What follows belongs to an exercise in optimizing a design on an open flow for small area; a production flow would make more cautious choices.
In this exercise RTL edits were held to simulation tests only and were not proved equivalent to the original.
Power is estimated from default activity; no workload was simulated.

// sd_channel
module sd_channel (
    input  wire        clk,
    input  wire        rst,             
    input  wire        en,              
    input  wire [2:0]  cfg_order,       
    input  wire [8:0]  cfg_decim,       
    input  wire [6:0]  cfg_len,         
    input  wire        cfg_fen,         
    input  wire [5:0]  cfg_fr,          
    input  wire [3:0]  cfg_fcnt,        
    input  wire [15:0] cfg_fast_hi,     
    input  wire [15:0] cfg_fast_lo,     
    input  wire        sd_valid,        
    input  wire        sd_bit,
    input  wire        clr_stuck,       
    input  wire        clr_fast_trip,   
    output reg         res_valid,
    output wire [31:0] res_value,       
    output wire [7:0]  res_qual,        
    output wire [15:0] res_count,       
    output reg         fast_valid,
    output wire [15:0] fast_value,      
    output reg         stat_stuck,
    output reg         stat_fast_trip
);
    wire clr  = rst | ~en;
    wire fclr = clr | ~cfg_fen;
    wire take = en & sd_valid & ~rst;
    reg  [2:0] ph;
    wire [2:0] ph_n;
    sd_inc #(.W(3)) u_ph (.a(ph), .ci(1'b1), .s(ph_n), .co());
    always @(posedge clk) ph <= ph_n;
    wire ph0 = (ph == 3'd0);
    wire ph1 = (ph == 3'd1);
    wire ph7 = (ph == 3'd7);
    reg        xnew;           
    reg        fst;            
    reg [6:0]  run;            
    reg [10:0] sc;             
    wire        same     = ~fst & (sd_bit == xnew);
    wire        run_sat  = &run;
    wire [6:0]  run_inc;
    sd_inc #(.W(7)) u_run (.a(run), .ci(~run_sat), .s(run_inc), .co());
    wire [6:0]  run_n    = same ? run_inc : 7'd0;
    wire        stuck_n  = &run_n;
    wire        stuck_end = ~fst & ~same & run_sat;
    wire        sc_sat   = &sc;
    wire [10:0] sc_inc;
    sd_inc #(.W(11)) u_sc (.a(sc), .ci(~sc_sat), .s(sc_inc), .co());
    wire [10:0] sc_n     = (fst | stuck_end) ? 11'd1 : sc_inc;
    wire [10:0] kr_a = cfg_order[2] ? {cfg_decim, 2'b00} :
                       cfg_order[1] ? {1'b0, cfg_decim, 1'b0} : 11'd0;
    wire [10:0] kr_b = cfg_order[0] ? {2'b00, cfg_decim} : 11'd0;
    wire [10:0] kr, need;
    sd_rca #(.W(11)) u_kr   (.a(kr_a), .b(kr_b), .ci(1'b0), .s(kr), .co());
    sd_rca #(.W(11)) u_need (.a(kr), .b({4'd0, cfg_len}), .ci(1'b0), .s(need), .co());
    wire        sc_ge;
    sd_rca #(.W(11)) u_scmp (.a(sc), .b(~need), .ci(1'b1), .s(), .co(sc_ge));
  ...
Settings: LEC_CHECK=0, CAP_MARGIN=20, CORE_MARGIN=2, CORE_UTILIZATION=40, CTS_CLUSTER_DIAMETER=50, CTS_CLUSTER_SIZE=35, SLEW_MARGIN=20; clock period 12.0 ns.
run.sh (not shown) runs the stock make flow with config.mk's settings and CLKGATE_MAP_FILE= SYNTH_SCRIPT=/design/flow/synth_recipe.tcl, a recipe that flattens the netlist after the stock synthesis.
Then changed:
CTS_CLUSTER_DIAMETER = 90   (was 50)
CTS_CLUSTER_SIZE = 30   (was 35)
The changed run went through all stages and came out clean.
Hold slack improves by 24 ps.
Design area shrinks by 3.9%.
Non-clock buffer count stays the same.
Global-route usage went down by 0.37 points.
Then changed:
CTS_CLUSTER_DIAMETER = default   (was 90)
CTS_CLUSTER_SIZE = default   (was 30)
The changed run produced a clean layout.
Non-clock buffer count is unchanged.
Global-route usage grows by 0.42 points.
Clock-buffer cell count came out higher by 79.
Critical path depth does not change.
Wire length rose by a few percent.
Worst hold slack stays flat.
Synthesized cell count stays the same.
Final cell count increases by a few percent.
Register-to-register slack got worse by 30 ps.
Then changed:
ABC_AREA = 1   (was default)
CORE_UTILIZATION = 60   (was 40)
CTS_CLUSTER_DIAMETER = 90   (was default)
CTS_CLUSTER_SIZE = 30   (was default)
Result:
- The changed run completed with no timing, DRC or antenna violations
- critical path depth increases by 6
- die area is lower by 33%
- sequential power hardly moves
- via count decreases by 0.47%
- clock power falls by 42%
- first-iteration DRC count drops by 6.4%
- routed wire length fell by 7.5%
- design area goes down by about 6%
- setup slack got worse by 260 ps
- non-clock buffer count climbs by 13
- core utilization goes up by 20 points
Then changed:
ABC_AREA = default   (was 1)
CORE_UTILIZATION = 40   (was 60)
CTS_CLUSTER_DIAMETER = 60   (was 90)
CTS_CLUSTER_SIZE = 40   (was 30)
What happened: Worst setup slack is better by 290 ps; total power goes up by roughly a tenth; cell area goes up by a few percent; clock-buffer cell count goes up by 12; hold slack is worse by 5.1 ps; via count goes down slightly; area after synthesis goes up slightly; combinational power goes down by about a fifth; non-clock buffer count goes down by 13; clock skew goes up by 10 ps.


run 1:
Starting RTL as in the previous note.
make LEC_CHECK=0 ABC_AREA=0 CAP_MARGIN=20 CORE_MARGIN=2 CORE_UTILIZATION=40 CTS_CLUSTER_DIAMETER=120 CTS_CLUSTER_SIZE=30 SLEW_MARGIN=20 finish   # period 12.0 ns
Relative to run 1, the following input files were edited for run 2:
Settings: a change of CTS_CLUSTER_DIAMETER from 120 to 90; a change of ABC_AREA from 0 to 1.
Notes after the runs:
Via count delta (run 2 -> run 1): insignificant
Relative to run 1, non-clock buffer count has increased by about 3.5% in run 2.
[compare] base=run 1 new=run 2: routing usage on met1 went up 0.34 points, worst setup margin went down 0.020 ns.

-- port drivers added, routing unchanged --
Ports are ideal in the flow. The routed layouts listed here were re-timed in OpenROAD.
Step 1: set_driving_cell puts a clkbuf_16 on clk and a buf_2 on each other input, an assumption about the parent block.
Step 2 also shifts input and output timing later by t, the mid clock arrival at the registers, as if the neighbouring blocks saw the same clock.
a / b / c = no drivers / after step 1 / after step 2; a / b = the first two.
run	t (ns)	slack for setup (ns)	hold WS [ns]	latest minus earliest clock arrival (ns)	slew at the worst register clock pin (ns)
the first run of note 1	0.674	0.991 / 0.969 / 0.295	0.297 / 0.297 / 0.297	0.047 / 0.046	0.10 / 0.10
the second run of note 1	0.653	0.959 / 0.936 / 0.284	0.321 / 0.321 / 0.321	0.034 / 0.035	0.11 / 0.11
the third run of note 1	0.675	0.987 / 0.965 / 0.290	0.321 / 0.321 / 0.321	0.039 / 0.038	0.07 / 0.07
the fourth run of note 1	0.643	0.731 / 0.767 / 0.124	0.314 / 0.314 / 0.314	0.040 / 0.040	0.11 / 0.11
the fifth run of note 1	0.682	1.025 / 1.005 / 0.323	0.309 / 0.309 / 0.309	0.047 / 0.048	0.12 / 0.12
run 1	0.653	0.953 / 0.934 / 0.282	0.313 / 0.313 / 0.313	0.038 / 0.037	0.12 / 0.12
run 2	0.657	0.933 / 0.970 / 0.313	0.299 / 0.299 / 0.299	0.050 / 0.050	0.12 / 0.12
After both steps setup and hold are still met in every run listed. The setup slack of the fifth run of note 1, which loses most, moves by -0.020 ns with the drivers and by -0.702 ns with both steps.
